Context: an optimization exercise on an open-source flow, tuned for small area. The choices shown serve that exercise and are no tape-out recipe.
In this exercise RTL edits were held to simulation tests only and were not proved equivalent to the original.
Power figures rest on the tool's default switching activity, not on a simulated workload.

`flow/config.mk`:
```
export PLATFORM = sky130hd
export DESIGN_NAME = lh8_sched_port
export DESIGN_NICKNAME = lh8_sched_port
export VERILOG_FILES = /design/flow/design.v
export SDC_FILE = /design/flow/constraint.sdc
export NUM_CORES = 4
export LEC_CHECK = 0
export CAP_MARGIN = 20
export CORE_MARGIN = 2
export CORE_UTILIZATION = 50
export CTS_CLUSTER_DIAMETER = 80
export CTS_CLUSTER_SIZE = 20
export SLEW_MARGIN = 20
```
`flow/constraint.sdc`:
```
create_clock -name core_clock -period 36.0 [get_ports {clk}]
set_input_delay 7.2000 -clock core_clock [delete_from_list [all_inputs] [get_ports {clk}]]
set_output_delay 7.2000 -clock core_clock [all_outputs]
set_load 0.01 [all_outputs]
```
`flow/design.v`:
```
module lh8_charge (
    input  wire       unit,       
    input  wire [7:0] ovh,        
    input  wire [6:0] vlen,
    input  wire       first,
    input  wire       last,
    input  wire [7:0] sf,         
    output wire [7:0] bytes,      
    output wire [7:0] sf_next
);
    wire [9:0] opb = first ? {{2{ovh[7]}}, ovh} : {2'b11, ~sf};
    wire [9:0] b;
    lh8_add #(10) u_b (.a({3'b000, vlen}), .b(opb), .ci(!first), .s(b), .co());
    wire       neg = b[9];
    wire [7:0] nb;
    lh8_add #(8) u_nb (.a(~b[7:0]), .b(8'd0), .ci(1'b1), .s(nb), .co());
    assign bytes   = unit ? 8'd128 : (neg ? 8'd0 : b[7:0]);
    assign sf_next = unit ? sf : ((neg && !last) ? nb : 8'd0);
endmodule
module lh8_add #(
    parameter W = 8
) (
    input  wire [W-1:0] a,
    input  wire [W-1:0] b,
    input  wire         ci,
    output wire [W-1:0] s,
    output wire         co
);
    wire [W:0] c;
    assign c[0] = ci;
    genvar i;
    generate
        for (i = 0; i < W; i = i + 1) begin : g
            wire p = a[i] ^ b[i];
            assign s[i]   = p ^ c[i];
            assign c[i+1] = (a[i] & b[i]) | (p & c[i]);
        end
    endgenerate
    assign co = c[W];
endmodule
module lh8_shaper #(
    parameter        RST_EN    = 1'b0,
    parameter        RST_UNIT  = 1'b0,
    parameter [4:0]  RST_RQ    = 5'd25,
    parameter [6:0]  RST_RRH   = 7'd0,
    parameter [5:0]  RST_RRL   = 6'd0,
    parameter [15:0] RST_BURST = 16'h0100,
    parameter        NO_EN     = 1'b0,     
    parameter        LOCAL_CHG = 1'b1      
) (
    input  wire        clk,
    input  wire        rst,
    input  wire        tick,
    input  wire        apply,
    input  wire        ld_en,
    input  wire        ld_unit,
    input  wire [4:0]  ld_rq,
    input  wire [6:0]  ld_rrh,
    input  wire [5:0]  ld_rrl,
    input  wire [7:0]  ld_ovh,
    input  wire [15:0] ld_burst,
    input  wire [25:0] ld_tb,        
    input  wire        chg_en,
    input  wire [7:0]  chg_bytes,
    input  wire [25:0] ext_tb,       
    input  wire        ext_und,      
    output wire [25:0] t_out,        
    output wire [16:0] units_out,
    output wire        en,
    output reg         unit,
    output reg  [7:0]  ovh,
    output reg  [25:0] tb,
    output wire        permit
);
    reg        en_r;
    reg [4:0]  rq;
    reg [6:0]  rrh;
    reg [5:0]  rrl;
    reg [15:0] burst;
    reg [6:0]  trh;
    reg [5:0]  trl;
    wire [16:0] units = {burst == 16'd0, burst};
    wire [5:0] sl;
    wire       c6;
    lh8_add #(6) u_rl (.a(trl), .b(rrl & {6{tick}}), .ci(1'b0), .s(sl), .co(c6));
    wire [6:0] h;
    wire       h7;
    lh8_add #(7) u_rh (.a(trh), .b(rrh & {7{tick}}), .ci(c6), .s(h), .co(h7));
    wire [6:0] hp3;
    wire       hp3c;
    lh8_add #(7) u_r3 (.a(h), .b(7'd3), .ci(1'b0), .s(hp3), .co(hp3c));
    wire       c   = h7 | hp3c;               
    wire [6:0] nh  = c ? hp3 : h;
    wire [25:0] s1;
    lh8_add #(26) u_s1 (.a(tb), .b({21'd0, rq & {5{tick}}}), .ci(c), .s(s1), .co());
    wire        ovf = (s1[25:8] == {1'b0, units});
    wire [7:0]  t_l = ovf ? 8'd0 : s1[7:0];
    wire [6:0]  t_rh = ovf ? 7'd0 : nh;
    wire [5:0]  t_rl = ovf ? 6'd0 : sl;
    assign t_out     = {s1[25:8], t_l};
    assign units_out = units;
    wire [25:0] c_tb;
    wire        c_und;
    generate
        if (LOCAL_CHG) begin : g_lc
            lh8_chg u_chg (.t(t_out), .units(units), .b(chg_bytes & {8{chg_en}}),
                           .nt(c_tb), .und(c_und));
        end else begin : g_xc
            assign c_tb  = chg_en ? ext_tb : t_out;
            assign c_und = chg_en && ext_und;
        end
    endgenerate
    wire [25:0] nb  = c_tb;
    wire [6:0]  nrh = c_und ? 7'd0 : t_rh;
    wire [5:0]  nrl = c_und ? 6'd0 : t_rl;
    assign en     = NO_EN ? 1'b0 : en_r;
    assign permit = !en || !tb[25];
    wire [43:0] p_rst = {RST_EN, RST_UNIT, RST_RQ, RST_RRH, RST_RRL, 8'd0, RST_BURST};
    wire [43:0] p_ld  = {ld_en, ld_unit, ld_rq, ld_rrh, ld_rrl, ld_ovh, ld_burst};
    wire [43:0] p_d   = rst ? p_rst : p_ld;
    always @(posedge clk) begin
        if (rst || apply) {en_r, unit, rq, rrh, rrl, ovh, burst} <= p_d;
    end
    always @(posedge clk) begin
        if (rst) begin
            tb  <= {2'b00, RST_BURST, 8'd0};
            trh <= 7'd0;
            trl <= 6'd0;
        end else if (apply) begin
            tb  <= ld_tb;
            trh <= 7'd0;
            trl <= 6'd0;
        end else begin
            tb  <= nb;
            trh <= nrh;
            trl <= nrl;
        end
    end
endmodule
module lh8_chg (
    input  wire [25:0] t,
    input  wire [16:0] units,
    input  wire [7:0]  b,
    output wire [25:0] nt,
    output wire        und
);
    wire [7:0]  s2l;
    wire        k;
    lh8_add #(8) u_s2l (.a(t[7:0]), .b(~b), .ci(1'b1), .s(s2l), .co(k));
    wire [17:0] s2h;
    lh8_add #(18) u_s2h (.a(t[25:8]), .b({18{1'b1}}), .ci(k), .s(s2h), .co());
    assign und = !k && (s2h == ~{1'b0, units});
    assign nt  = und ? {t[25:8], 8'd0} : {s2h, s2l};
endmodule
module lh8_sched_port (
    input  wire        clk,
    input  wire        rst,
    input  wire        tick,         
    input  wire        slot,         
    input  wire [7:0]  q_valid,      
    input  wire [7:0]  q_more,       
    input  wire [7:0]  cls_ok,       
    input  wire [55:0] hd_vlen,      
    input  wire [7:0]  hd_first,     
    input  wire [7:0]  hd_last,      
    input  wire        cfg_we,
    input  wire [1:0]  cfg_addr,     
    input  wire [31:0] cfg_wdata,
    input  wire        rd_en,
    input  wire [3:0]  rd_sel,
    output wire        deq_valid,
    output wire [2:0]  deq_tc,
    output reg         apply_ack,
    output reg         apply_bad,
    output reg  [31:0] rd_data
);
    reg        sc_en, sc_tokrst, sc_unit;
    reg [17:0] sc_rate;
    reg [7:0]  sb_ovh;
    reg [15:0] sb_burst;
    reg [31:0] dwrr_w;
    wire [31:0] stg_cfg   = {sc_en, sc_tokrst, sc_unit, 11'd0, sc_rate};
    wire [31:0] stg_burst = {sb_ovh, 8'd0, sb_burst};
    wire       wr_apply = cfg_we && (cfg_addr == 2'd2);
    wire [3:0] ap_idx   = cfg_wdata[3:0];
    wire       rate_le;     
    lh8_add #(18) u_rle (.a(18'd200000), .b(~sc_rate), .ci(1'b1), .s(), .co(rate_le));
    wire       ap_ok    = (sc_rate != 18'd0) && rate_le &&
                          (ap_idx <= 4'd8) &&
                          !((ap_idx == 4'd6 || ap_idx == 4'd7) && sc_en);
    wire        wr_cfg   = cfg_we && (cfg_addr == 2'd0);
    wire        wr_burst = cfg_we && (cfg_addr == 2'd1);
    wire        wr_dwrr  = cfg_we && (cfg_addr == 2'd3);
    wire [20:0] cfg_d    = rst ? {3'b000, 18'd200000} :
                                 {cfg_wdata[31:29], cfg_wdata[17:0]};
    wire [23:0] burst_d  = rst ? {8'd0, 16'h0100} : {cfg_wdata[31:24], cfg_wdata[15:0]};
    wire [31:0] dwrr_d   = rst ? 32'h4020_1008 : cfg_wdata;
    always @(posedge clk) begin
        if (rst || wr_cfg)   {sc_en, sc_tokrst, sc_unit, sc_rate} <= cfg_d;
        if (rst || wr_burst) {sb_ovh, sb_burst} <= burst_d;
        if (rst || wr_dwrr)  dwrr_w <= dwrr_d;
    end
    always @(posedge clk) begin
        if (rst) begin
            apply_ack <= 1'b0;
            apply_bad <= 1'b0;
        end else begin
            apply_ack <= wr_apply;
            apply_bad <= wr_apply && !ap_ok;
        end
    end
    wire [11:0] ry0 = sc_rate[17:6];
    wire [11:0] ry1, ry2, ry3, ry4, ry5;
    wire        q4, q3, q2, q1, q0;
    wire [11:0] d4, d3, d2, d1, d0;
    lh8_add #(12) u_d4 (.a(ry0), .b(~12'd2000), .ci(1'b1), .s(d4), .co(q4));
    assign ry1 = q4 ? d4 : ry0;
    lh8_add #(12) u_d3 (.a(ry1), .b(~12'd1000), .ci(1'b1), .s(d3), .co(q3));
    assign ry2 = q3 ? d3 : ry1;
    lh8_add #(12) u_d2 (.a(ry2), .b(~12'd500), .ci(1'b1), .s(d2), .co(q2));
    assign ry3 = q2 ? d2 : ry2;
    lh8_add #(12) u_d1 (.a(ry3), .b(~12'd250), .ci(1'b1), .s(d1), .co(q1));
    assign ry4 = q1 ? d1 : ry3;
    lh8_add #(12) u_d0 (.a(ry4), .b(~12'd125), .ci(1'b1), .s(d0), .co(q0));
    assign ry5 = q0 ? d0 : ry4;
    wire [4:0]  ld_rq  = {q4, q3, q2, q1, q0};
    wire [6:0]  ld_rrh = ry5[6:0];
    wire [5:0]  ld_rrl = sc_rate[5:0];
    wire [25:0] ld_tb  = sc_tokrst ? 26'd0 : {1'b0, sb_burst == 16'd0, sb_burst, 8'd0};
    wire [8:0]  sh_en, sh_unit, sh_permit, sh_apply, sh_chg;
    wire [7:0]  sh_ovh  [0:8];
    wire [25:0] sh_tb   [0:8];
    wire [25:0] sh_t    [0:8];
    wire [16:0] sh_u    [0:8];
    wire [25:0] qc_tb;
    wire        qc_und;
    wire [7:0]  sh_bytes [0:8];
    genvar gi;
    generate
        for (gi = 0; gi < 9; gi = gi + 1) begin : g_sh
            assign sh_apply[gi] = wr_apply && ap_ok && (ap_idx == gi);
            lh8_shaper #(
                .RST_EN   (gi == 5),
                .RST_UNIT (gi == 5 || gi == 8),
                .RST_RQ   ((gi == 5) ? 5'd6 : 5'd25),
                .RST_RRH  ((gi == 5) ? 7'd31 : 7'd0),
                .RST_RRL  ((gi == 5) ? 6'd16 : 6'd0),
                .RST_BURST((gi == 5) ? 16'h0400 : 16'h0100),
                .NO_EN    (gi == 6 || gi == 7),
                .LOCAL_CHG(gi == 8)
            ) u_sh (
                .clk(clk), .rst(rst), .tick(tick), .apply(sh_apply[gi]),
                .ld_en(sc_en), .ld_unit(sc_unit),
                .ld_rq(ld_rq), .ld_rrh(ld_rrh), .ld_rrl(ld_rrl), .ld_ovh(sb_ovh),
                .ld_burst(sb_burst), .ld_tb(ld_tb),
                .chg_en(sh_chg[gi]), .chg_bytes(sh_bytes[gi]),
                .ext_tb(qc_tb), .ext_und(qc_und), .t_out(sh_t[gi]), .units_out(sh_u[gi]),
                .en(sh_en[gi]), .unit(sh_unit[gi]), .ovh(sh_ovh[gi]),
                .tb(sh_tb[gi]), .permit(sh_permit[gi])
            );
        end
    endgenerate
    wire [7:0] rdy = q_valid & cls_ok;
    wire [7:0] elig;
    assign elig[7] = rdy[7];
    assign elig[6] = rdy[6];
    generate
        for (gi = 0; gi < 6; gi = gi + 1) begin : g_el
            assign elig[gi] = rdy[gi] && sh_permit[8] && sh_permit[gi];
        end
    endgenerate
    reg  [4:1] cur;        
    reg        open;
    reg [23:0] dc [1:4];
    wire [4:1] e = elig[4:1];
    reg  [4:1] pick;
    always @(*) begin
        pick = 4'd0;
        case (1'b1)
            cur[4]: pick = e[3] ? 4'b0100 : e[2] ? 4'b0010 : e[1] ? 4'b0001 : {e[4], 3'b000};
            cur[3]: pick = e[2] ? 4'b0010 : e[1] ? 4'b0001 : e[4] ? 4'b1000 : {1'b0, e[3], 2'b00};
            cur[2]: pick = e[1] ? 4'b0001 : e[4] ? 4'b1000 : e[3] ? 4'b0100 : {2'b00, e[2], 1'b0};
            default: pick = e[4] ? 4'b1000 : e[3] ? 4'b0100 : e[2] ? 4'b0010 : {3'b000, e[1]};
        endcase
    end
    wire       hi_none  = !(elig[7] || elig[6] || elig[5]);
    wire       cont     = hi_none && open && |(cur & e);
    wire       new_turn = hi_none && !cont && |e;
    wire [7:0] oh;         
    assign oh[7]   = elig[7];
    assign oh[6]   = elig[6] && !elig[7];
    assign oh[5]   = elig[5] && !elig[7] && !elig[6];
    assign oh[4:1] = cont ? cur : new_turn ? pick : 4'd0;
    assign oh[0]   = elig[0] && hi_none && !(|e);
    wire       found = |oh;
    wire [2:0] sel   = {oh[7] | oh[6] | oh[5] | oh[4],
                        oh[7] | oh[6] | oh[3] | oh[2],
                        oh[7] | oh[5] | oh[3] | oh[1]};
    wire send = slot && found;
    assign deq_valid = send;
    assign deq_tc    = send ? sel : 3'd0;
    reg  [7:0] sf_q [0:7];    
    reg  [7:0] sf_p [0:7];    
    reg  [6:0]  s_vlen;
    reg         s_first, s_last, s_unit, s_en;
    reg  [7:0]  s_ovh, s_sfq, s_sfp;
    reg  [25:0] s_t;
    reg  [16:0] s_u;
    integer i;
    always @(*) begin
        s_vlen = 7'd0; s_first = 1'b0; s_last = 1'b0; s_unit = 1'b0; s_en = 1'b0;
        s_ovh = 8'd0; s_sfq = 8'd0; s_sfp = 8'd0; s_t = 26'd0; s_u = 17'd0;
        for (i = 0; i < 8; i = i + 1) begin
            s_vlen  = s_vlen  | (hd_vlen[i*7 +: 7] & {7{oh[i]}});
            s_first = s_first | (hd_first[i] & oh[i]);
            s_last  = s_last  | (hd_last[i] & oh[i]);
            s_unit  = s_unit  | (sh_unit[i] & oh[i]);
            s_en    = s_en    | (sh_en[i] & oh[i]);
            s_ovh   = s_ovh   | (sh_ovh[i] & {8{oh[i]}});
            s_sfq   = s_sfq   | (sf_q[i] & {8{oh[i]}});
            s_sfp   = s_sfp   | (sf_p[i] & {8{oh[i]}});
            s_t     = s_t     | (sh_t[i] & {26{oh[i]}});
            s_u     = s_u     | (sh_u[i] & {17{oh[i]}});
        end
    end
    wire [7:0] q_bytes, q_sf_next, p_bytes, p_sf_next;
    lh8_charge u_qchg (
        .unit(s_unit), .ovh(s_ovh), .vlen(s_vlen),
        .first(s_first), .last(s_last), .sf(s_sfq),
        .bytes(q_bytes), .sf_next(q_sf_next)
    );
    lh8_charge u_pchg (
        .unit(sh_unit[8]), .ovh(sh_ovh[8]), .vlen(s_vlen),
        .first(s_first), .last(s_last), .sf(s_sfp),
        .bytes(p_bytes), .sf_next(p_sf_next)
    );
    generate
        for (gi = 0; gi < 8; gi = gi + 1) begin : g_chg
            assign sh_chg[gi]   = slot && oh[gi];
            assign sh_bytes[gi] = q_bytes;
        end
    endgenerate
    assign sh_chg[8]   = send;
    assign sh_bytes[8] = p_bytes;
    lh8_chg u_qc (.t(s_t), .units(s_u), .b(q_bytes), .nt(qc_tb), .und(qc_und));
    wire [7:0] sfq_d = rst ? 8'd0 : q_sf_next;
    wire [7:0] sfp_d = rst ? 8'd0 : p_sf_next;
    always @(posedge clk) begin
        for (i = 0; i < 8; i = i + 1) begin
            if (rst || (slot && oh[i])) begin
                sf_q[i] <= sfq_d;
                sf_p[i] <= sfp_d;
            end
        end
    end
    wire [7:0] q_field = (dwrr_w[7:0]   & {8{oh[1]}}) | (dwrr_w[15:8]  & {8{oh[2]}}) |
                         (dwrr_w[23:16] & {8{oh[3]}}) | (dwrr_w[31:24] & {8{oh[4]}});
    wire [7:0] qf      = (q_field == 8'd0) ? 8'd1 : q_field;
    wire [23:0] dc_cur = (dc[1] & {24{oh[1]}}) | (dc[2] & {24{oh[2]}}) |
                         (dc[3] & {24{oh[3]}}) | (dc[4] & {24{oh[4]}});
    wire        s_more = |(q_more[4:1] & oh[4:1]);
    wire [16:0] dch;
    lh8_add #(17) u_dca (.a(dc_cur[23:7]), .b({9'd0, qf & {8{new_turn}}}),
                         .ci(1'b0), .s(dch), .co());
    wire        dc_ovf  = !dc_cur[23] && dch[16];
    wire [23:0] dc_sat  = dc_ovf ? 24'h7F_FFFF : {dch, dc_cur[6:0]};
    wire [7:0]  dw_chg  = s_en ? q_bytes : {1'b0, s_vlen};
    wire [23:0] dc_new;
    lh8_add #(24) u_dcs (.a(dc_sat), .b({16'hFFFF, ~dw_chg}), .ci(1'b1), .s(dc_new), .co());
    wire        dc_le0  = dc_new[23] || (dc_new == 24'd0);
    wire        dw_send = slot && (|oh[4:1]);
    always @(posedge clk) begin
        for (i = 1; i <= 4; i = i + 1) begin
            if (rst || !q_valid[i] || (slot && oh[i]))
                dc[i] <= dc_new & {24{!rst && q_valid[i] && s_more}};
        end
    end
    always @(posedge clk) begin
        if (rst) begin
            cur  <= 4'b1000;
            open <= 1'b0;
        end else begin
            if (|(cur & ~q_valid[4:1])) open <= 1'b0;
            if (dw_send) begin
                if (new_turn) cur <= oh[4:1];
                if (dc_le0 || !s_more) open <= 1'b0;
                else if (new_turn) open <= 1'b1;
            end
        end
    end
    reg [31:0] rd_mux;
    always @(*) begin
        rd_mux = 32'd0;
        for (i = 0; i < 9; i = i + 1)
            rd_mux = rd_mux | ({{6{sh_tb[i][25]}}, sh_tb[i]} & {32{rd_sel == i}});
        for (i = 1; i <= 4; i = i + 1)
            rd_mux = rd_mux | ({{8{dc[i][23]}}, dc[i]} & {32{rd_sel == 11 + i}});
        rd_mux = rd_mux | (stg_cfg   & {32{rd_sel == 4'd9}})
                        | (stg_burst & {32{rd_sel == 4'd10}})
                        | (dwrr_w    & {32{rd_sel == 4'd11}});
    end
    wire [31:0] rd_d = rst ? 32'd0 : rd_mux;
    always @(posedge clk) begin
        if (rst || rd_en) rd_data <= rd_d;
    end
endmodule
```
`flow/run.sh`:
```
#!/bin/bash
# synth_recipe.tcl (not shown) runs the flow's synth.tcl, then flattens the netlist and writes it again
# the make line also repeats each setting of config.mk as NAME=value (left out here)
make -C /OpenROAD-flow-scripts/flow DESIGN_CONFIG=/design/flow/config.mk WORK_HOME=/design/flow/orfs CLKGATE_MAP_FILE= SYNTH_SCRIPT=/design/flow/synth_recipe.tcl finish
```
==> summary.txt, run 1 <==
Routing
The detailed-route via count is 49209. The first detailed-routing pass took 12 iterations. Dividing the detail-routed via count by the number of cells gives 6.951. Once detail routing completed, the nets flagged for antenna violations numbered 0. The DRC marker count from the first detailed-route iteration is 8443. In the final routed layout, each cell accounts on average for 38.10 um. For this run, design rule violations remaining after detail routing come to 0. Wires add up to 269700 um.

Logic synthesis
In this run, synthesis produced a sequential element count of 1085. The leading area contributor after synthesis is sky130_fd_sc_hd__edfxtp_1. The adder-cell share of the synthesized area is 14.14%.

The commonest cells after synthesis are 727 x sky130_fd_sc_hd__edfxtp_1, 423 x sky130_fd_sc_hd__nand2_1, 393 x sky130_fd_sc_hd__nor2_1. When the netlist entered floorplanning its net count stood at 6080. The number of different library cells used by synthesis comes to 84. The post-synthesis xor/xnor area fraction is 3.131%. The multiplexer area fraction after synthesis is 0.9390%. The number of warning messages in the yosys log is 11.

For this run, the register share of the synthesized area comes to 49.12%. Summing the areas of all compound-gate instances in the mapped netlist gives 14.21% of the synthesized area. In the post-synthesis netlist, the cell with the most instances is sky130_fd_sc_hd__edfxtp_1. The synthesized netlist devotes 14.46% of its cell area to simple gates.

By area the synthesized netlist is led by sky130_fd_sc_hd__edfxtp_1 37%, sky130_fd_sc_hd__dfxtp_1 12%, sky130_fd_sc_hd__ha_1 7.5%. The mapped netlist covers 59030 um2. In this run the biggest area consumer among cell types represents 36.98% of the synthesized area. The average instance in the mapped netlist occupies 10.95 um2. After synthesis, the largest family of logic cells by area is simple AND/OR/NAND/NOR gates. In this run, synthesis inferred 727 flip-flops with an integrated enable.

In the synthesized netlist the dominant register cell turns out to be sky130_fd_sc_hd__edfxtp_1. The share of flip-flops with an asynchronous set or reset after synthesis is 0%. Counting every instance in the synthesized netlist gives 5390.

Clock network
The clock latency on the worst-skew pair is 0.72 ns. The buffer levels on the longest clock path is 3. TritonCTS created 71 clock buffers. The clock tree from TritonCTS is built. The post-cts sizing count is 0.

CTS placed an instance of sky130_fd_sc_hd__clkbuf_16 at the clock tree root. After clock tree synthesis, the clock-pin slew on the worst setup and hold paths is 0.08 ns. The total clock sinks is 1085. The post-CTS repair timing setup buffer count is 0.

The number of buffers added to fix hold violations after cts is 0. The H-tree was split into 3 levels.

Global routing
The total overflow left after global routing is 0. Entering global routing, the biggest net connects 67 pins. In the global route stage, met3 resource usage came out at 20.95%.

The fraction of met2 tracks used by global routing is 60.58%. The via count of the first global-routing pass was 45914. The number of antenna violations at the first check in global routing is 28. For met1 alone, demand over resource in global routing was 57.53%. The most used routing layer is met2. Global routing consumed, over all layers together, 43.93% of the routing resources. The global-route wire length before repair is 367500 um.

Placement
Once placement finished, the instance area stood at 62770 um2. The count of buffers added on input and output ports is 173. The HPWL after detailed placement is 197500 um.

The congestion estimate from routability-driven global placement came to 1.127.

Critical path
Of all nets on the critical path, the largest fanout is 66. For this run, the slowest stage of the critical path takes 0.85 ns. The worst endpoint data arrival time is 32.09 ns. The cell that appears most often on the critical path is sky130_fd_sc_hd__ha_1. The endpoint class of the critical path is a flip-flop. The data required time of the critical path is 36.55 ns.

The slowest stage of the critical path is the sky130_fd_sc_hd__a211oi_2 cell. The worst setup path is launched from an input port. By startpoint and endpoint, the worst setup path is classified as in2reg.

Timing
At the pin with the least slew margin, the transition time is 1.329 ns. The final cycle utilization of the critical path is 87.63%. Setup repair after global routing left no endpoint under its margin. The max-slew violation count is 0. The maximum achievable frequency is 31.70 MHz.

The minimum hold slack is 0.5589 ns. The worst slew margin relative to its limit is 10.84%. The clock arrives with 0.04422 ns of skew. Summed over all failing endpoints, the final setup total negative slack is 0 ns.

After layout, the minimum clock period comes to 31.55 ns. Setup violations remaining at the end of the flow were counted as 0. The hold violation count in the final report is 0.

Final layout
The number of nets at the end of the flow is 6151. The fraction of final layout cells with drive strength greater than 1 is 7.201%. The final cell area excluding filler cells is 65120 um2. Once layout is complete, the utilization of the core stands at 55.37%. Fill cells in the final layout number 10294. The area added between synthesis and finish is 10.31%.

Run
The number of max-capacitance violations reported is 0.

Die
The width of the die is 347.6 um. The die covers 120800 um2. In this run the vertical extent of the chip is 347.6 um. The floorplan row count is 126.

178 I/O pins were placed. The starting density of the core is 50.19%. The area of the core is 117600 um2.

Power
After layout, the design draws a total of 0.003869 W. For this design the static power due to leakage is 25.26 nW. The worst-case IR drop observed on VDD is 40.67 uV. For this design the ratio of total power to cell area is 59.42 nW/um2.

Run status
The flow ran to the end and the layout has no timing, DRC or antenna violations.

Min path
The min-delay analysis places its worst path in the category reg2reg.
-- worst max-delay path: cells and delay by family --
| family | cells | cell delay (ns) |
|---|---|---|
| compound gates | 4 | 1.75 |
| xor+xnor | 1 | 0.48 |
| fa+ha+maj | 64 | 18.18 |
| buf+inv | 7 | 1.89 |
| simple gates | 11 | 2.34 |
-- state kept, by name (all words and copies together) (netlist names), 8 cells and up --
register / flops
dc: 96
dwrr_w: 32
g_sh.u_sh.burst: 144
g_sh.u_sh.ovh: 72
g_sh.u_sh.rq: 45
g_sh.u_sh.rrh: 63
g_sh.u_sh.rrl: 54
g_sh.u_sh.tb: 234
g_sh.u_sh.trh: 63
g_sh.u_sh.trl: 54
g_sh.u_sh.unit: 9
rd_data: 32
sb_burst: 16
sb_ovh: 8
sc_rate: 18
sf_p: 64
sf_q: 64
-- through the flow --
step           cells  setup WS [ns]
2_1_floorplan   5390          8.757
3_3_place_gp    6922          4.326
3_5_place_dp    6922          4.219
4_1_cts         7047          4.894
5_1_grt         7050          3.765
6_report        7079          4.453
-- cells in the final DEF (no fill, tap or decap), types with 96 or more instances in the layout --
cell type | synthesis | layout
sky130_fd_sc_hd__xor2_1 | 117 | 117
sky130_fd_sc_hd__and3_1 | 124 | 123
sky130_fd_sc_hd__edfxtp_1 | 727 | 727
sky130_fd_sc_hd__nor2_1 | 393 | 378
sky130_fd_sc_hd__buf_4 | 3 | 148
sky130_fd_sc_hd__clkdlybuf4s50_1 | 0 | 171
sky130_fd_sc_hd__ha_1 | 355 | 355
sky130_fd_sc_hd__a22oi_1 | 96 | 96
sky130_fd_sc_hd__a221oi_1 | 144 | 144
sky130_fd_sc_hd__nand2_1 | 423 | 415
sky130_fd_sc_hd__dfxtp_1 | 358 | 358
sky130_fd_sc_hd__nor2b_1 | 108 | 107
sky130_fd_sc_hd__inv_1 | 278 | 272
sky130_fd_sc_hd__and2_1 | 144 | 143
sky130_fd_sc_hd__nand3_1 | 161 | 161
sky130_fd_sc_hd__fa_1 | 195 | 195
sky130_fd_sc_hd__a21oi_1 | 233 | 233
-- cells by family after synthesis --
kind of cell	Yosys count
buffers and inverters	607
xor gates and xnor gates	211
muxes	50
DFF	1085
and+or+nand+nor	1727
adders and majority gates	550
AOI/OAI and AO/OA	1160
-- cell type report --
type / count / area, um2 / share of cell area, %
Tap cell: 1536 / 1922 / 2.951
Sequential cell: 1085 / 29000 / 44.53
Multi-Input combinational cell: 3698 / 27950 / 42.92
Clock buffer: 95 / 1909 / 2.932
Clock inverter: 30 / 317.8 / 0.4881
Timing Repair Buffer: 322 / 2885 / 4.431
Inverter: 283 / 1062 / 1.631
Antenna cell: 30 / 75.07 / 0.1153
-- metal layers --
metal	part of all wire [%]	vias up	routed length (um)
met5	0.16	-	420
li1	-	20129	-
met2	40	4023	107800
met3	16	835	43330
met4	6.1	22	16330
met1	38	24200	101800
-- power by group --
group,switching [W],internal (W)
sequential,0.000126,0.00155
combinational,0.000850,0.000472
clock,0.000479,0.000394
total,0.00145,0.00241
-- path summary, 6_finish.rpt --
path                                                  endpoint  depth (start not counted)                            from  slack, ns
worst min-delay path            g_sh[1].u_sh.trl[0]$_SDFF_PP0_                          2  g_sh[1].u_sh.trl[0]$_SDFF_PP0_       0.56
worst max register to register  g_sh[6].u_sh.trh[5]$_SDFF_PP0_                         86   g_sh[2].u_sh.rrl[0]$_DFFE_PP_      10.89
worst max-delay path            g_sh[6].u_sh.trh[5]$_SDFF_PP0_                         87                            tick       4.45
worst min register to register  g_sh[1].u_sh.trl[0]$_SDFF_PP0_                          2  g_sh[1].u_sh.trl[0]$_SDFF_PP0_       0.56
==> run 2: changes to the inputs <==
--- a/flow/config.mk
+++ b/flow/config.mk
@@ -10,4 +10,4 @@
 export CORE_UTILIZATION = 50
-export CTS_CLUSTER_DIAMETER = 80
-export CTS_CLUSTER_SIZE = 20
+export CTS_CLUSTER_DIAMETER = 60
+export CTS_CLUSTER_SIZE = 40
 export SLEW_MARGIN = 20
==> run 2 against run 1 <==
Still clean on timing, DRC and antenna. Global-route usage rose by 0.11 points. Clock skew up 0.010 ns. Hold slack worse by 0.0052 ns. Count of clock-buffer cells in the layout grew 17. Cell count up 0.82%. Non-clock buffer count is 1 lower. Routed wire length hardly changed. Synthesized cell count is the same. Largest cell class unchanged. Largest power group unchanged.
==> summary.txt, run 2 <==
Run status
The flow ran to the end and the layout has no timing, DRC or antenna violations.

Die
The count of pins on the block boundary was 178 (unchanged). The floorplan row count is 126 (unchanged). The area of the core was 117600 um2 (unchanged).

The y dimension of the die is 347.6 um (unchanged). The width of the die is 347.6 um (unchanged). The starting density of the core was 50.19% (unchanged). The die footprint is 120800 um2 (unchanged).

Routing
The detailed-route via count is 49162 (-0.096%). The final wirelength is 269600 um (about the same). The DRC marker count from the first detailed-route iteration is 8672 (+2.7%).

The detailed-route wire length per cell is 37.77 um (-0.86%). The remaining antenna violation count after routing was 0 (unchanged). The number of detailed-route iterations in the first pass is 14 (+2). The total DRC errors in the routed layout is 0 (unchanged). The post-detailed-route via-to-cell ratio is 6.888 (-0.91%).

Global routing
The maximum number of pins on one net before global-route repair is 67 (unchanged). The global-route wire length before repair was 368700 um (+0.32%). The number of antenna violations at the first check in global routing is 24 (-14%). The via count of the first global-routing pass is 46182 (+0.58%). The overall global routing resource usage is 44.05% (+0.11 points). The final global-route overflow total is 0 (unchanged).

Logic synthesis
The share of synthesized area occupied by flip-flops and latches came to 49.12% (unchanged). The leading area contributor after synthesis is sky130_fd_sc_hd__edfxtp_1. For this run, the leading register cell type out of synthesis is sky130_fd_sc_hd__edfxtp_1. Sorting the synthesized cells by how often they occur yields 727 x sky130_fd_sc_hd__edfxtp_1, 423 x sky130_fd_sc_hd__nand2_1, 393 x sky130_fd_sc_hd__nor2_1. The portion of synthesized cell area occupied by the leading cell type is 36.98% (unchanged).

The cell area after synthesis is 59030 um2 (unchanged). The net count after synthesis is 6080 (unchanged). By area the synthesized netlist is led by sky130_fd_sc_hd__edfxtp_1 37%, sky130_fd_sc_hd__dfxtp_1 12%, sky130_fd_sc_hd__ha_1 7.5%. The mean area per synthesized cell is 10.95 um2 (unchanged). The post-synthesis sequential element count is 1085 (unchanged). By instance count, the leading cell after synthesis is sky130_fd_sc_hd__edfxtp_1. The share of flip-flops with an asynchronous set or reset after synthesis came to 0% (unchanged).

The number of warning messages in the yosys log is 11 (unchanged). The distinct cell type count after synthesis is 84 (unchanged). The post-synthesis cell count is 5390 (unchanged).

The number of synthesized flops with an enable pin came to 727 (unchanged).

Min path
The launch instance of the worst min-delay path is g_sh[1].u_sh.trl[0]$_SDFF_PP0_. The class of the tightest hold or removal check is reg2reg.

Final layout
The number of nets at the end of the flow was 6181 (+0.49%). Leaving out fill and tap cells, the most frequent cell in the layout is sky130_fd_sc_hd__edfxtp_1. The final design utilization is 56.57% (+1.2 points). The area of the multi-input gates is 27950 um2 (about the same). The number of fill cells is 10146 (-1.4%).

Relative to the synthesized area, the layout overhead comes to 12.70%. The area of all sequential standard cells is 29000 um2 (unchanged). The fraction of final layout cells with drive strength greater than 1 is 8.619% (+1.4 points).

The register with the most flip-flops in the final layout is g_sh.u_sh.tb. In the layout the commonest cells are 727 x sky130_fd_sc_hd__edfxtp_1, 414 x sky130_fd_sc_hd__nand2_1, 378 x sky130_fd_sc_hd__nor2_1, 358 x sky130_fd_sc_hd__dfxtp_1, 355 x sky130_fd_sc_hd__ha_1. The number of flip-flops in the largest register is 234 (unchanged).

Critical path
The data required time of the critical path came to 36.59 ns (+0.04 ns). The maximum fanout encountered on the critical timing path is 66 (unchanged). The launching element of the worst setup path is tick.

The worst reg2reg path depth is 86 (unchanged). In this run the critical register-to-register path is launched from g_sh[2].u_sh.rrl[0]$_DFFE_PP_. The register-to-register setup slack came to 10.98 ns (+0.09 ns). The classification of the worst setup path is in2reg. The slowest cell on the critical path is sky130_fd_sc_hd__a211oi_2. In this run the critical register-to-register path is captured at g_sh[6].u_sh.trh[5]$_SDFF_PP0_. The worst endpoint data arrival time was 32.03 ns (-0.06 ns). The capturing instance or port of the critical path is g_sh[6].u_sh.trh[5]$_SDFF_PP0_. STA classifies the critical path endpoint as a flip-flop. STA classifies the critical path startpoint as an input port. By instance count, the cell type seen most on the critical path is sky130_fd_sc_hd__ha_1. The maximum cell stage delay along the critical path is 0.87 ns (+0.02 ns).

Run
The number of max-capacitance violations reported is 0 (unchanged).

Placement
The HPWL after detailed placement is 197500 um (unchanged). The placer congestion estimate was 1.127 (unchanged). The count of input and output buffers is 173 (unchanged).

Timing
The final setup skew is 0.05419 ns (+0.009969 ns). The worst slew margin relative to its limit is 14.98% (+4.1 points). The transition at the pin with the smallest max-transition slack is 1.271 ns (-0.05759 ns). The shortest period the worst path allows is 31.44 ns (-0.1082 ns).

Setup repair after global routing left no endpoint under its margin. The sum of negative setup slack was 0 ns (unchanged). The final cycle utilization of the critical path is 87.33% (-0.30 points). The total setup violations reported at the end of the flow is 0 (unchanged). The max-slew violation count is 0 (unchanged).

The hold violation count in the final report is 0 (unchanged). The maximum achievable frequency came to 31.81 MHz (+0.34%).

Clock network
Clock tree synthesis selected as its root buffer the cell sky130_fd_sc_hd__clkbuf_16. The CTS buffer count came to 102 (+44%). The clock transition at the register clock pins on the worst setup and hold paths after CTS is 0.07 ns (about the same). The post-CTS repair timing setup buffer count is 0 (unchanged).

TritonCTS built the clock tree. The total clock sinks is 1085 (unchanged). The H-tree depth reported by CTS is 3 (unchanged). The buffer levels on the longest clock path is 3 (unchanged). The clock latency on the worst-skew pair was 0.76 ns (+0.04 ns). The number of buffers added to fix hold violations after cts came to 0 (unchanged). The post-cts sizing count is 0 (unchanged).

Power
The worst ir drop on vdd came to 42.63 uV (+4.8%). The leakage power is 25.96 nW (+2.8%). The total power density per cell area is 62.99 nW/um2 (+6.0%). The sum of internal, switching and leakage power came to 0.004191 W (+8.3%).
==> run 2: cell counts after synthesis <==
Identical to the previous run, type by type.
==> run 2: cell type report <==
cell class	count	share of cell area (%)
antenna	20	0.07523
clock buffer	112	3.940
clock inverter	82	1.610
inverter	283	1.597
multi-input combinational	3698	42.01
sequential	1085	43.59
tap	1536	2.889
timing repair buffer	321	4.295
==> run 2: kinds of logic after synthesis <==
kind of cell / Yosys count / share of synthesized area (%)
DFF: 1085 / 49.12
buffers and inverters: 607 / 3.998
muxes: 50 / 0.9390
adders and majority gates: 550 / 14.14
xor gates and xnor gates: 211 / 3.131
and+or+nand+nor: 1727 / 14.46
AOI/OAI and AO/OA: 1160 / 14.21
==> run 2: worst min path at each step <==
stage	to	cells past startpoint
detailed placement	g_sh[1].u_sh.trl[0]$_SDFF_PP0_	2
CTS	g_sh[1].u_sh.trl[0]$_SDFF_PP0_	2
global route	g_sh[1].u_sh.trl[0]$_SDFF_PP0_	2
floorplan	cur[2]$_SDFFE_PP0P_	2
global placement	g_sh[2].u_sh.trl[0]$_SDFF_PP0_	2
finish	g_sh[1].u_sh.trl[0]$_SDFF_PP0_	2
==> run 2: power breakdown <==
part | internal (W) | switching (W)
sequential | 0.00155 | 0.000125
combinational | 0.000473 | 0.000850
clock | 0.000594 | 0.000601
total | 0.00261 | 0.00158
==> run 2: through the flow <==
stage	cell area (um2)	std cells	worst slack, ns	hold WS [ns]
2_1_floorplan	59030	5390	8.757	0.5168
3_3_place_gp	62770	6922	4.326	0.5355
3_5_place_dp	62770	6922	4.219	0.5385
4_1_cts	66460	7116	4.925	0.5596
5_1_grt	66490	7119	3.767	0.5683
6_report	66530	7137	4.562	0.5538
==> run 2: per-layer routing <==
metal	global-route usage, %	wire length, um
met1	57.90	101300
met2	60.43	107000
met3	20.78	44390
met4	22.02	16590
met5	0	322
==> run 2: worst max-delay path, delay by kind of cell <==
| kind | cells | cell delay, ns |
|---|---|---|
| AO/OA/AOI/OAI | 4 | 1.77 |
| XOR/XNOR | 1 | 0.46 |
| adder cells (fa/ha/maj) | 64 | 18.27 |
| buffers and inverters | 7 | 1.92 |
| AND/OR/NAND/NOR | 11 | 2.31 |
==> run 3: changes to the inputs <==
--- a/flow/config.mk
+++ b/flow/config.mk
@@ -9,5 +9,3 @@
 export CORE_MARGIN = 2
-export CORE_UTILIZATION = 50
-export CTS_CLUSTER_DIAMETER = 60
-export CTS_CLUSTER_SIZE = 40
+export CORE_UTILIZATION = 40
 export SLEW_MARGIN = 20
==> run 3 against run 2 <==
Sequential power is essentially flat. Global-route usage decreased by 7.2 points. Power up 4.8%. Register-to-register slack better by 0.15 ns. Design area is 1.9% higher. Sequential share of layout area decreased by 0.79 points. Setup slack worse by 0.027 ns. Critical endpoint is now g_sh[6].u_sh.trh[0]$_SDFF_PP0_. Largest power group unchanged. Highest routed layer unchanged.
==> summary.txt, run 3 <==
Clock network
The clock latency on the worst-skew pair came to 0.82 ns (+0.06 ns). The CTS buffer count was 119 (+17%). The total clock sinks is 1085 (unchanged). The clock tree from TritonCTS is built.

The H-tree depth reported by CTS is 3 (unchanged). The post-cts sizing count is 0 (unchanged). The post-CTS repair timing setup buffer count is 0 (unchanged). The number of buffers added to fix hold violations after cts was 0 (unchanged). The clock transition at the register clock pins on the worst setup and hold paths after CTS is 0.06 ns (about the same). The buffer type at the clock tree root is sky130_fd_sc_hd__clkbuf_16. The buffer levels on the longest clock path is 3 (unchanged).

Run
The number of max-capacitance violations reported is 0 (unchanged).

Final layout
g_sh.u_sh.tb holds more flip-flops than any other register. The library cell used most frequently in the layout, excluding fill and tap cells, is sky130_fd_sc_hd__edfxtp_1. The top cell types in the final layout, fill and taps aside, are 727 x sky130_fd_sc_hd__edfxtp_1, 416 x sky130_fd_sc_hd__nand2_1, 378 x sky130_fd_sc_hd__nor2_1, 358 x sky130_fd_sc_hd__dfxtp_1, 355 x sky130_fd_sc_hd__ha_1.

The number of flip-flops in the largest register is 234 (unchanged). The number of nets at the end of the flow is 6202 (+0.34%). The fraction of final layout cells with drive strength greater than 1 is 8.898% (+0.28 points). The area added between synthesis and finish is 14.79%. The number of fill cells was 13554 (+34%).

Global routing
The overall global routing resource usage was 36.88% (-7.2 points). The number of antenna violations at the first check in global routing is 26 (+8.3%). The maximum number of pins on one net before global-route repair came to 116 (+73%). The final global-route overflow total was 0 (unchanged). The via count of the first global-routing pass is 46631 (+0.97%). The global-route wire length before repair is 384700 um (+4.3%).

Timing
Setup repair after global routing left no endpoint under its margin. The final cycle utilization of the critical path was 87.40% (about the same). The max-slew violation count is 0 (unchanged). The hold violation count in the final report was 0 (unchanged).

The minimum hold slack is 0.5576 ns (+0.003881 ns). The total setup violations reported at the end of the flow was 0 (unchanged). The transition at the pin with the smallest max-transition slack is 1.205 ns (-0.06556 ns).

The worst slew margin relative to its limit came to 18.90% (+3.9 points). The final setup skew was 0.1053 ns (+0.05115 ns). The shortest period the worst path allows was 31.47 ns (+0.02682 ns).

The sum of negative setup slack is 0 ns (unchanged). The maximum achievable frequency was 31.78 MHz (about the same).

Routing
The post-detailed-route via-to-cell ratio came to 6.536 (-5.1%). The detailed-route wire length per cell is 37.53 um (-0.64%). The total DRC errors in the routed layout is 0 (unchanged).

The DRC marker count from the first detailed-route iteration was 7872 (-9.2%). The final wirelength came to 283800 um (+5.3%). The detailed-route via count came to 49426 (+0.54%). The remaining antenna violation count after routing is 0 (unchanged). The number of detailed-route iterations in the first pass is 9 (-5).

Critical path
The register-to-register setup slack is 11.13 ns (+0.15 ns). The data required time of the critical path is 36.65 ns (+0.06 ns). The maximum fanout encountered on the critical timing path is 83 (+26%). The cell with the most instances on the worst path is sky130_fd_sc_hd__ha_1. The classification of the worst setup path is in2reg.

In this run the critical register-to-register path is captured at g_sh[6].u_sh.trh[0]$_SDFF_PP0_. The maximum cell stage delay along the critical path was 0.71 ns (-0.16 ns). The worst reg2reg path depth is 89 (+3.5%).

The buffering stage count on the worst path with inverters included is 10 (+3). In this design, the largest share of critical-path delay is due to adder cells. The element type at the critical path start is an input port. STA classifies the critical path endpoint as a flip-flop.

The startpoint of the lowest-slack register-to-register path is g_sh[7].u_sh.rrl[0]$_DFFE_PP_. The slowest cell on the critical path is sky130_fd_sc_hd__buf_4. The worst endpoint data arrival time came to 32.11 ns (+0.08 ns).

Min path
The hold-critical path depth came to 2 (unchanged). For hold timing, the worst endpoint is g_sh[0].u_sh.trl[0]$_SDFF_PP0_. The min-delay analysis places its worst path in the category reg2reg. The startpoint identified for the worst hold timing path is g_sh[0].u_sh.trl[0]$_SDFF_PP0_.

Logic synthesis
The share of flip-flops with an asynchronous set or reset after synthesis is 0% (unchanged). The post-synthesis sequential element count is 1085 (unchanged). The mean area per synthesized cell was 10.95 um2 (unchanged). The number of synthesized flops with an enable pin was 727 (unchanged).

The cell area after synthesis is 59030 um2 (unchanged). sky130_fd_sc_hd__edfxtp_1 takes more of the synthesized area than any other cell. The commonest register cell after synthesis is sky130_fd_sc_hd__edfxtp_1. The post-synthesis cell count is 5390 (unchanged).

The most numerous cell in the Yosys netlist is sky130_fd_sc_hd__edfxtp_1. Ranked by total cell area, the synthesized netlist is headed by sky130_fd_sc_hd__edfxtp_1 37%, sky130_fd_sc_hd__dfxtp_1 12%, sky130_fd_sc_hd__ha_1 7.5%. The number of warning messages in the yosys log is 11 (unchanged).

The distinct cell type count after synthesis is 84 (unchanged). The share of synthesized area occupied by flip-flops and latches came to 49.12% (unchanged). The portion of synthesized cell area occupied by the leading cell type came to 36.98% (unchanged). The net count after synthesis is 6080 (unchanged).

The commonest cells after synthesis are 727 x sky130_fd_sc_hd__edfxtp_1, 423 x sky130_fd_sc_hd__nand2_1, 393 x sky130_fd_sc_hd__nor2_1.

Die
The area of the core is 146100 um2 (+24%). The width of the die is 388.2 um (+12%). The count of pins on the block boundary came to 178 (unchanged).

The floorplan row count came to 140 (+11%). The die footprint is 150700 um2 (+25%). The starting density of the core was 40.41% (-9.8 points). The y dimension of the die is 388.2 um (+12%).

Placement
The count of input and output buffers is 173 (unchanged). The placer congestion estimate is 1.053 (-6.6%). The HPWL after detailed placement is 208100 um (+5.4%).

Run status
The run finished with no timing, DRC or antenna violations.

Power
The worst ir drop on vdd is 49.91 uV (+17%). The leakage power is 26.27 nW (+1.2%). The total power density per cell area is 64.84 nW/um2 (+2.9%).
==> run 3: cell counts after synthesis <==
No cell type changed its count.
==> run 3: power breakdown <==
part / leakage, nW / internal, W / switching, W / total, W
Sequential: 10.5 / 0.00155 / 0.000127 / 0.00168
Clock: 2.06 / 0.000787 / 0.000579 / 0.00137
Combinational: 13.8 / 0.000476 / 0.000874 / 0.00135
==> run 3: layout make-up <==
class,count,area (um2),share of cell area [%]
sequential,1085,29000,42.79
clock buffer,137,3075,4.539
clock inverter,91,1275,1.882
inverter,283,1062,1.568
timing repair buffer,325,2900,4.280
multi-input combinational,3698,27990,41.30
tap,1917,2399,3.540
antenna,26,65.06,0.09602
==> run 3: stage by stage <==
step	cells	instance area (um2)	worst slack (ns)	power [W]	util, %
after detailed placement	7307	63320	4.375	0.003000	43.34
after global routing	7540	67710	3.950	0.004572	46.35
final	7562	67760	4.535	0.004393	46.38
after floorplan	5390	59030	8.757	0.002466	-
after global placement	7307	63310	4.452	0.002970	43.33
after CTS	7535	67670	5.158	0.004356	46.32
==> run 3: per-layer routing <==
| metal | vias to the layer above | global-route usage [%] | wire [um] |
|---|---|---|---|
| met5 | - | 0 | 131 |
| met4 | 18 | 15.89 | 14160 |
| met3 | 680 | 16.50 | 42740 |
| met2 | 3651 | 51.08 | 114000 |
| met1 | 24789 | 49.44 | 112800 |
| li1 | 20288 | - | - |
==> run 3: cells by family (layout without fill, tap and decap cells) <==
| kind of cell | after synthesis | after routing | share of synthesized area [%] |
|---|---|---|---|
| flops | 1085 | 1085 | 49.12 |
| simple gates | 1727 | 1727 | 14.46 |
| other cells | 0 | 26 | 0 |
| buf+inv | 607 | 836 | 3.998 |
| compound gates | 1160 | 1160 | 14.21 |
| fa+ha+maj | 550 | 550 | 14.14 |
| mux | 50 | 50 | 0.9390 |
| xor+xnor | 211 | 211 | 3.131 |
==> run 3: worst max path at each step <==
| stage | from | endpoint | slack, ns | cells past startpoint |
|---|---|---|---|---|
| after floorplan | tick | g_sh[4].u_sh.tb[21]$_SDFF_PP0_ | 8.76 | 90 |
| after global placement | tick | g_sh[6].u_sh.trh[2]$_SDFF_PP0_ | 4.45 | 90 |
| after detailed placement | tick | g_sh[6].u_sh.trh[1]$_SDFF_PP0_ | 4.38 | 90 |
| after CTS | tick | g_sh[6].u_sh.trh[3]$_SDFF_PP0_ | 5.16 | 90 |
| after global routing | tick | g_sh[6].u_sh.trh[5]$_SDFF_PP0_ | 3.95 | 90 |
| final | tick | g_sh[6].u_sh.trh[0]$_SDFF_PP0_ | 4.53 | 87 |
==> run 3: worst register-to-register path: cells and delay by family (launching register included) <==
family	cells	cell delay, ns
adders and majority gates	64	18.39
AOI/OAI and AO/OA	3	1.01
and+or+nand+nor	11	2.48
DFF	1	0.32
xor gates and xnor gates	1	0.52
buffers and inverters	10	2.06
==> run 4: changes to the inputs <==
==> flow/flow/run.sh (new file) <==
#!/bin/bash
# The standard layout (standard.sh: standard synthesis, floorplan, place,
# CTS, route, finish), with one change: the buffer that placement puts on
# each input and output port is the smallest buffer cell, buf_1, instead of
# the cell buffer_ports picks on its own. make's full output goes to
# flow_make.log in this folder; ORFS's per-step logs are under orfs/logs/.
set -euo pipefail
bash standard.sh "BUFFER_PORTS_ARGS=-buffer_cell sky130_fd_sc_hd__buf_1" finish > flow_make.log 2>&1
==> flow/standard.sh (new file) <==
#!/bin/bash
# synth_recipe.tcl (not shown) runs the flow's synth.tcl, then flattens the netlist and writes it again
# the make line also repeats each setting of config.mk as NAME=value (left out here)
make -C /OpenROAD-flow-scripts/flow DESIGN_CONFIG=/design/flow/config.mk WORK_HOME=/design/flow/orfs CLKGATE_MAP_FILE= SYNTH_SCRIPT=/design/flow/synth_recipe.tcl "${@:-finish}"
--- a/flow/config.mk
+++ b/flow/config.mk
@@ -9,3 +9,5 @@
 export CORE_MARGIN = 2
-export CORE_UTILIZATION = 40
+export CORE_UTILIZATION = 50
+export CTS_CLUSTER_DIAMETER = 50
+export CTS_CLUSTER_SIZE = 30
 export SLEW_MARGIN = 20
removed: flow/run.sh
==> run 4 against run 3 <==
First-iteration DRC count increased by 3.8%. Hold slack better by 0.0024 ns. Design area is 2.0% lower. Critical path type unchanged. Largest cell class unchanged.
==> summary.txt, run 4 <==
Routing
The final wirelength is 272100 um (-4.1%). The detailed-route wire length per cell came to 37.91 um (+1.0%). In this run the top signal layer used is met5. The sum of met2 wire segment lengths after detailed routing was 109200 um (-4.2%). The total length of routed met3 wires is 43060 um (+0.76%). The detailed-route via count came to 49546 (+0.24%). The post-detailed-route via-to-cell ratio is 6.902 (+5.6%). The remaining antenna violation count after routing is 0 (unchanged). The routed metal-1 wire length is 103100 um (-8.6%). The total DRC errors in the routed layout is 0 (unchanged). The number of detailed-route iterations in the first pass is 7 (-2). The DRC marker count from the first detailed-route iteration is 8168 (+3.8%).

Die
The floorplan row count is 126 (-10%). The area of the core came to 117600 um2 (-19%). The starting density of the core is 50.19% (+9.8 points). The width of the die was 347.6 um (-10%). The die footprint is 120800 um2 (-20%). The y dimension of the die came to 347.6 um (-10%). The count of pins on the block boundary is 178 (unchanged).

Global routing
The number of antenna violations at the first check in global routing was 28 (+7.7%). The overall global routing resource usage is 44.37% (+7.5 points). The maximum number of pins on one net before global-route repair is 113 (-2.6%). The global-route wire length before repair is 369400 um (-4.0%). The final global-route overflow total is 0 (unchanged). The via count of the first global-routing pass is 46245 (-0.83%).

Clock network
The post-cts sizing count was 0 (unchanged). The H-tree depth reported by CTS came to 4 (+1). The total clock sinks came to 1085 (unchanged). The clock transition at the register clock pins on the worst setup and hold paths after CTS is 0.07 ns (about the same).

The CTS buffer count is 134 (+13%). The clock tree from TritonCTS is built. The buffer levels on the longest clock path came to 3 (unchanged).

The clock latency on the worst-skew pair is 0.80 ns (-0.02 ns). Clock tree synthesis selected as its root buffer the cell sky130_fd_sc_hd__clkbuf_16. The post-CTS repair timing setup buffer count is 0 (unchanged). The number of buffers added to fix hold violations after cts is 0 (unchanged).

Power
The clock share of power is 32.0% (+0.9 points). The combinational cell fraction of total power is 30.0% (-0.7 points). The worst ir drop on vdd is 50.46 uV (+1.1%). The switching power share of the total came to 36.60% (+0.65 points). The total power density per cell area was 66.39 nW/um2 (+2.4%). The internal power consumption is 0.002794 W (-0.70%). The total net switching power was 0.001613 W (+2.1%). The leakage power is 25.93 nW (-1.3%). The sequential cell fraction of total power is 38.0% (-0.2 points).

Critical path
The startpoint identified for the worst register-to-register timing path is g_sh[4].u_sh.rrl[0]$_DFFE_PP_. The worst endpoint data arrival time came to 32.67 ns (+0.56 ns). The register-to-register setup slack is 10.71 ns (-0.42 ns). The classification of the worst setup path is in2reg. The slowest stage of the critical path is the sky130_fd_sc_hd__and2_2 cell. The element type at the critical path start is an input port. The launching element of the worst setup path is tick.

In this design, the critical path's most frequently occurring cell is sky130_fd_sc_hd__ha_1. The maximum fanout encountered on the critical timing path is 57 (-31%). The capturing instance or port of the critical path is g_sh[1].u_sh.trl[2]$_SDFF_PP0_. In this run the critical register-to-register path is captured at g_sh[1].u_sh.trl[2]$_SDFF_PP0_. The endpoint class of the critical path is a flip-flop. The worst reg2reg path depth was 86 (-3.4%).

The data required time of the critical path is 36.67 ns (+0.02 ns). The maximum cell stage delay along the critical path is 1.01 ns (+0.30 ns).

Logic synthesis
The distinct cell type count after synthesis was 84 (unchanged). The share of flip-flops with an asynchronous set or reset after synthesis is 0% (unchanged). The mean area per synthesized cell is 10.95 um2 (unchanged). The share of synthesized area occupied by flip-flops and latches is 49.12% (unchanged). In the synthesized netlist, the cells that appear most often are 727 x sky130_fd_sc_hd__edfxtp_1, 423 x sky130_fd_sc_hd__nand2_1, 393 x sky130_fd_sc_hd__nor2_1. The number of synthesized flops with an enable pin is 727 (unchanged). By area the synthesized netlist is led by sky130_fd_sc_hd__edfxtp_1 37%, sky130_fd_sc_hd__dfxtp_1 12%, sky130_fd_sc_hd__ha_1 7.5%. The post-synthesis cell count was 5390 (unchanged). The portion of synthesized cell area occupied by the leading cell type is 36.98% (unchanged).

The post-synthesis sequential element count is 1085 (unchanged). The number of warning messages in the yosys log is 11 (unchanged). The cell area after synthesis is 59030 um2 (unchanged). The leading area contributor after synthesis is sky130_fd_sc_hd__edfxtp_1. By instance count, the leading cell after synthesis is sky130_fd_sc_hd__edfxtp_1. For this run, the leading register cell type out of synthesis is sky130_fd_sc_hd__edfxtp_1. The net count after synthesis is 6080 (unchanged).

Final layout
The fraction of final layout cells with drive strength greater than 1 is 9.519% (+0.62 points). The final cell area excluding filler cells is 66380 um2 (-2.0%). Ranked by flip-flop count, first place goes to g_sh.u_sh.tb.

The area of all sequential standard cells is 29000 um2 (unchanged). The number of fill cells came to 10092 (-26%). The library cell used most frequently in the layout, excluding fill and tap cells, is sky130_fd_sc_hd__edfxtp_1. The number of flip-flops in the largest register was 234 (unchanged). The number of nets at the end of the flow is 6210 (+0.13%).

In the layout the commonest cells are 727 x sky130_fd_sc_hd__edfxtp_1, 415 x sky130_fd_sc_hd__nand2_1, 381 x sky130_fd_sc_hd__nor2_1, 358 x sky130_fd_sc_hd__dfxtp_1, 355 x sky130_fd_sc_hd__ha_1. The area added between synthesis and finish is 12.45%. The area of the multi-input gates was 27960 um2 (-0.11%).

Timing
The total setup violations reported at the end of the flow is 0 (unchanged). The hold violation count in the final report was 0 (unchanged). The worst slew margin relative to its limit is 7.991% (-11 points).

The final setup skew is 0.03945 ns (-0.06589 ns). The sum of negative setup slack came to 0 ns (unchanged). The max-slew violation count is 0 (unchanged). The shortest period the worst path allows came to 32.00 ns (+0.5330 ns). The transition at the pin with the smallest max-transition slack is 1.374 ns (+0.1683 ns). The final cycle utilization of the critical path is 88.88% (+1.5 points). The maximum achievable frequency is 31.25 MHz (-1.7%). Setup repair after global routing left no endpoint under its margin.

Run status
The flow ran to the end and the layout has no timing, DRC or antenna violations.

Placement
The count of input and output buffers is 173 (unchanged). The HPWL after detailed placement is 197300 um (-5.2%). The standard cell area after detailed placement is 61710 um2 (-2.5%). The placer congestion estimate is 1.102 (+4.7%).

Run
The number of max-capacitance violations reported is 0 (unchanged).

Min path
The class of the tightest hold or removal check is reg2reg.
run 4: changes by cell type in the layout (fill, tap and decap cells not counted), sizes merged, moves of 8 or more:
cell	change
inv	+38
clkbuf	+8
diode	-15
clkdlybuf4s50	-171
bufinv	-17
buf	+161
clkinv	-10
run 4: area by class of cell:
type                            instances  area share, %
Clock inverter                        105          1.683
Tap cell                             1536          2.895
Multi-Input combinational cell       3698          42.12
Clock buffer                          142          5.272
Inverter                              283          1.602
Sequential cell                      1085          43.68
Antenna cell                           11        0.04147
Timing Repair Buffer                  318          2.705
run 4: per-layer routing:
layer / vias up / global-route usage, %
li1: 20320 / -
met1: 24350 / 59.03
met2: 4047 / 60.76
met3: 799 / 19.65
met4: 30 / 22.77
met5: - / 0
run 4: how the worst min path moves through the flow:
stage	startpoint	to	slack, ns	depth (start not counted)
final	g_sh[0].u_sh.trl[0]$_SDFF_PP0_	g_sh[0].u_sh.trl[0]$_SDFF_PP0_	0.56	2
after global routing	g_sh[3].u_sh.trl[0]$_SDFF_PP0_	g_sh[3].u_sh.trl[0]$_SDFF_PP0_	0.59	2
after CTS	g_sh[1].u_sh.trl[0]$_SDFF_PP0_	g_sh[1].u_sh.trl[0]$_SDFF_PP0_	0.57	2
after detailed placement	g_sh[1].u_sh.trl[0]$_SDFF_PP0_	g_sh[1].u_sh.trl[0]$_SDFF_PP0_	0.54	2
after global placement	g_sh[2].u_sh.trl[0]$_SDFF_PP0_	g_sh[2].u_sh.trl[0]$_SDFF_PP0_	0.54	2
after floorplan	cur[2]$_SDFFE_PP0P_	cur[2]$_SDFFE_PP0P_	0.52	2
run 4: logic make-up after synthesis:
kind of cell / synth area share [%]
compound gates: 14.21
xor+xnor: 3.131
fa+ha+maj: 14.14
buf+inv: 3.998
flops: 49.12
mux: 0.9390
simple gates: 14.46
run 4: metrics by stage:
step / util (%) / worst slack [ns] / power (W) / cells / hold WS [ns]
2_1_floorplan: - / 8.757 / 0.002466 / 5390 / 0.5168
3_3_place_gp: 52.47 / 3.819 / 0.002935 / 6919 / 0.5362
3_5_place_dp: 52.47 / 3.692 / 0.002963 / 6919 / 0.5449
4_1_cts: 56.40 / 4.462 / 0.004363 / 7166 / 0.5650
5_1_grt: 56.42 / 3.417 / 0.004579 / 7168 / 0.5876
6_report: 56.44 / 4.002 / 0.004407 / 7178 / 0.5600
run 4: critical path, delay by kind of cell:
family,cells,cell delay (ns)
AND/OR/NAND/NOR,10,3.55
adder cells (fa/ha/maj),64,17.48
AO/OA/AOI/OAI,3,1.24
XOR/XNOR,1,0.54
buffers and inverters,8,2.52
run 4: power groups by stage:
stage          clock, W  sequential, W  combinational, W
6_report        0.00141        0.00167           0.00132
5_1_grt         0.00146        0.00168           0.00143
4_1_cts         0.00142        0.00167           0.00128
3_5_place_dp          0        0.00169           0.00127
3_3_place_gp          0        0.00169           0.00125
2_1_floorplan         0        0.00163          0.000834
==> run 5: changes to the inputs <==
--- a/flow/design.v
+++ b/flow/design.v
@@ -123,16 +123,8 @@
     end
+    wire        load  = rst || apply;
+    wire [25:0] tb_ld = rst ? {2'b00, RST_BURST, 8'd0} : ld_tb;
     always @(posedge clk) begin
-        if (rst) begin
-            tb  <= {2'b00, RST_BURST, 8'd0};
-            trh <= 7'd0;
-            trl <= 6'd0;
-        end else if (apply) begin
-            tb  <= ld_tb;
-            trh <= 7'd0;
-            trl <= 6'd0;
-        end else begin
-            tb  <= nb;
-            trh <= nrh;
-            trl <= nrl;
-        end
+        tb  <= load ? tb_ld : nb;
+        trh <= nrh & {7{!load}};
+        trl <= nrl & {6{!load}};
     end
--- a/flow/config.mk
+++ b/flow/config.mk
@@ -10,4 +10,4 @@
 export CORE_UTILIZATION = 50
-export CTS_CLUSTER_DIAMETER = 50
-export CTS_CLUSTER_SIZE = 30
+export CTS_CLUSTER_DIAMETER = 80
+export CTS_CLUSTER_SIZE = 20
 export SLEW_MARGIN = 20
==> run 5 against run 4 <==
First-iteration DRC count shrank 8.9%. Combinational power shrank 4%. Synthesized cell count shrank 4.8%. Die area shrank 2.2%. Still clean. Maximum frequency is essentially flat. Critical path type unchanged. Largest cell class unchanged. Via count shrank 8.8%. Clock power shrank about 40%.
==> summary.txt, run 5 <==
Run status
The flow ran to the end and the layout has no timing, DRC or antenna violations.

Power
The total net switching power is 0.001387 W (-14%). The total power density per cell area was 60.29 nW/um2 (-9.2%). The worst ir drop on vdd came to 40.50 uV (-20%). The switching power share of the total is 36.87% (+0.27 points). The clock share of power is 22.3% (-9.7 points). The internal power consumption is 0.002374 W (-15%). The leakage power came to 23.76 nW (-8.4%). The sequential cell fraction of total power is 44.0% (+6.0 points). The combinational cell fraction of total power is 33.7% (+3.7 points).

Die
The area of the core came to 114300 um2 (-2.8%). The die footprint is 118200 um2 (-2.2%). The floorplan row count came to 124 (-1.6%). The y dimension of the die was 343.7 um (-1.1%).

The width of the die is 343.7 um (-1.1%). The starting density of the core came to 50.47% (+0.28 points).

Critical path
The maximum fanout encountered on the critical timing path is 77 (+35%). The maximum cell stage delay along the critical path was 0.75 ns (-0.26 ns). The cell family with the largest share of critical-path delay is adder cells. The cell with the most instances on the worst path is sky130_fd_sc_hd__ha_1. The setup path with the least slack is of type in2reg. The data required time of the critical path is 36.52 ns (-0.15 ns). The buffering stage count on the worst path with inverters included came to 7 (-1).

The slowest cell on the critical path is sky130_fd_sc_hd__buf_4. STA classifies the critical path startpoint as an input port. The launching element of the worst setup path is tick. The worst setup path is captured at a flip-flop. The startpoint of the lowest-slack register-to-register path is g_sh[6].u_sh.rrl[0]$_DFFE_PP_.

Clock network
The clock transition at the register clock pins on the worst setup and hold paths after CTS is 0.08 ns (about the same). The clock latency on the worst-skew pair came to 0.69 ns (-0.11 ns). TritonCTS built the clock tree. The buffer levels on the longest clock path was 3 (unchanged). The CTS buffer count is 68 (-49%).

The total clock sinks is 1085 (unchanged). The post-cts sizing count came to 0 (unchanged). The cell sitting at the root of the clock tree is a sky130_fd_sc_hd__clkbuf_16. The post-CTS repair timing setup buffer count was 0 (unchanged). The number of buffers added to fix hold violations after cts came to 0 (unchanged). The H-tree depth reported by CTS is 3 (-1).

Placement
The standard cell area after detailed placement is 60230 um2 (-2.4%). The placer congestion estimate came to 1.032 (-6.4%). The count of input and output buffers is 173 (unchanged).

Global routing
The global-route wire length before repair came to 324900 um (-12%). The final global-route overflow total is 0 (unchanged). The via count of the first global-routing pass is 42694 (-7.7%).

The overall global routing resource usage is 39.37% (-5.0 points). The maximum number of pins on one net before global-route repair was 118 (+4.4%). The number of antenna violations at the first check in global routing came to 8 (-71%).

Logic synthesis
The net count after synthesis is 5822 (-4.2%). The cell area after synthesis was 57710 um2 (-2.2%). The post-synthesis sequential element count is 1085 (unchanged). By area the synthesized netlist is led by sky130_fd_sc_hd__edfxtp_1 38%, sky130_fd_sc_hd__dfxtp_1 12%, sky130_fd_sc_hd__ha_1 7.7%. The commonest cells after synthesis are 727 x sky130_fd_sc_hd__edfxtp_1, 494 x sky130_fd_sc_hd__nand2_1, 369 x sky130_fd_sc_hd__nor2_1. By instance count, the leading cell after synthesis is sky130_fd_sc_hd__edfxtp_1.

The mean area per synthesized cell is 11.25 um2 (+2.7%). The post-synthesis cell count is 5132 (-4.8%). sky130_fd_sc_hd__edfxtp_1 takes more of the synthesized area than any other cell. The share of flip-flops with an asynchronous set or reset after synthesis came to 0% (unchanged).

The number of synthesized flops with an enable pin is 727 (unchanged). The share of synthesized area occupied by flip-flops and latches was 50.24% (+1.1 points). The portion of synthesized cell area occupied by the leading cell type is 37.83% (+0.84 points).

The distinct cell type count after synthesis is 73 (-13%). The number of warning messages in the yosys log is 11 (unchanged). The commonest register cell after synthesis is sky130_fd_sc_hd__edfxtp_1.

Final layout
The area of the multi-input gates is 26550 um2 (-5.0%). The final cell area excluding filler cells is 62380 um2 (-6.0%). The final instance count without filler cells is 6773 (-5.6%). The most frequent standard cell in the layout excluding fill and tap cells is sky130_fd_sc_hd__edfxtp_1. The number of flip-flops in the largest register is 234 (unchanged). The number of nets at the end of the flow is 5894 (-5.1%). The area of all sequential standard cells is 29000 um2 (unchanged). The fraction of final layout cells with drive strength greater than 1 is 6.829% (-2.7 points).

From synthesis to final layout, the design area changed by 8.078%. The final design utilization was 54.55% (-1.9 points). In the layout the commonest cells are 727 x sky130_fd_sc_hd__edfxtp_1, 493 x sky130_fd_sc_hd__nand2_1, 358 x sky130_fd_sc_hd__dfxtp_1, 355 x sky130_fd_sc_hd__nor2_1, 355 x sky130_fd_sc_hd__ha_1. g_sh.u_sh.tb holds more flip-flops than any other register. The number of fill cells came to 10023 (-0.68%).

Routing
The routed metal-1 wire length is 92470 um (-10%). The final wirelength is 235100 um (-14%). The DRC marker count from the first detailed-route iteration came to 7438 (-8.9%). The sum of met2 wire segment lengths after detailed routing is 96680 um (-11%). The detailed-route via count is 45184 (-8.8%). The post-detailed-route via-to-cell ratio is 6.671 (-3.4%).

The number of detailed-route iterations in the first pass is 9 (+2). The highest metal layer carrying signal wires in the routed design is met5. The total DRC errors in the routed layout is 0 (unchanged).

The detailed-route wire length per cell is 34.71 um (-8.4%). The remaining antenna violation count after routing came to 0 (unchanged). The total length of routed met3 wires is 31200 um (-28%).

Timing
The total setup violations reported at the end of the flow is 0 (unchanged). The shortest period the worst path allows is 32.03 ns (+0.03115 ns). The minimum hold slack came to 0.5789 ns (+0.01891 ns).

The hold violation count in the final report is 0 (unchanged). The max-slew violation count is 0 (unchanged). The worst slew margin relative to its limit is 18.25% (+10 points). The maximum achievable frequency was 31.22 MHz (about the same). The sum of negative setup slack is 0 ns (unchanged).

The final setup skew came to 0.04278 ns (+0.003330 ns). The final cycle utilization of the critical path is 88.97% (about the same).

Run
The number of max-capacitance violations reported is 0 (unchanged).

Min path
The launch instance of the worst min-delay path is g_sh[3].u_sh.trl[0]$_DFF_P_. The class of the tightest hold or removal check is reg2reg.
==> run 5: kinds of logic (layout without fill, tap and decap cells) <==
group | after synthesis | count (layout) | synth area share, %
AND/OR/NAND/NOR | 1530 | 1530 | 12.61
XOR/XNOR | 211 | 211 | 3.202
multiplexers | 62 | 62 | 1.281
other | 0 | 4 | 0
flip-flops | 1085 | 1085 | 50.24
buffers and inverters | 620 | 745 | 4.136
adder cells (fa/ha/maj) | 550 | 550 | 14.46
AO/OA/AOI/OAI | 1074 | 1074 | 14.06
==> run 5: final cells by class <==
| class | count | share of cell area, % |
|---|---|---|
| flip-flops and latches | 1085 | 46.49 |
| multi-input cells | 3427 | 42.56 |
| clock buffers | 104 | 3.061 |
| well taps | 1512 | 3.033 |
| repair buffers | 297 | 2.618 |
| inverters | 325 | 1.956 |
| clock inverters | 19 | 0.2688 |
| diodes | 4 | 0.01605 |
==> run 5: path summary, 6_finish.rpt <==
check | to | slack, ns | cells after the start
worst max-delay path | g_sh[5].u_sh.trh[1]$_DFF_P_ | 3.97 | 87
worst min-delay path | g_sh[3].u_sh.trl[0]$_DFF_P_ | 0.58 | 3
worst max register to register | g_sh[5].u_sh.trh[1]$_DFF_P_ | 11.02 | 85
worst min register to register | g_sh[3].u_sh.trl[0]$_DFF_P_ | 0.58 | 3
==> run 5: worst reg2reg max path, delay by kind of cell, from the launching register on <==
family / cells / cell delay (ns)
DFF: 1 / 0.33
xor gates and xnor gates: 1 / 0.42
buffers and inverters: 5 / 1.11
adders and majority gates: 64 / 19.22
and+or+nand+nor: 9 / 2.13
AOI/OAI and AO/OA: 6 / 1.62
==> run 5: power by group through the flow <==
stage               combinational (W)  clock, W  sequential [W]
finish                        0.00127  0.000839         0.00166
global route                  0.00139  0.000884         0.00167
CTS                           0.00124  0.000844         0.00165
detailed placement            0.00123         0         0.00168
global placement              0.00120         0         0.00167
floorplan                    0.000810         0         0.00163
==> run 5: per-stage QoR <==
stage | power (W) | setup WS, ns
after floorplan | 0.002436 | 8.659
after global placement | 0.002877 | 4.025
after detailed placement | 0.002907 | 3.878
after CTS | 0.003734 | 4.553
after global routing | 0.003939 | 3.354
final | 0.003761 | 3.971
==> run 5: metal layers <==
metal  global-route usage, %  vias up
met5                       0        -
met3                   12.25      614
met1                   54.45    22259
met4                   20.57       10
li1                        -    19152
met2                   55.33     3149
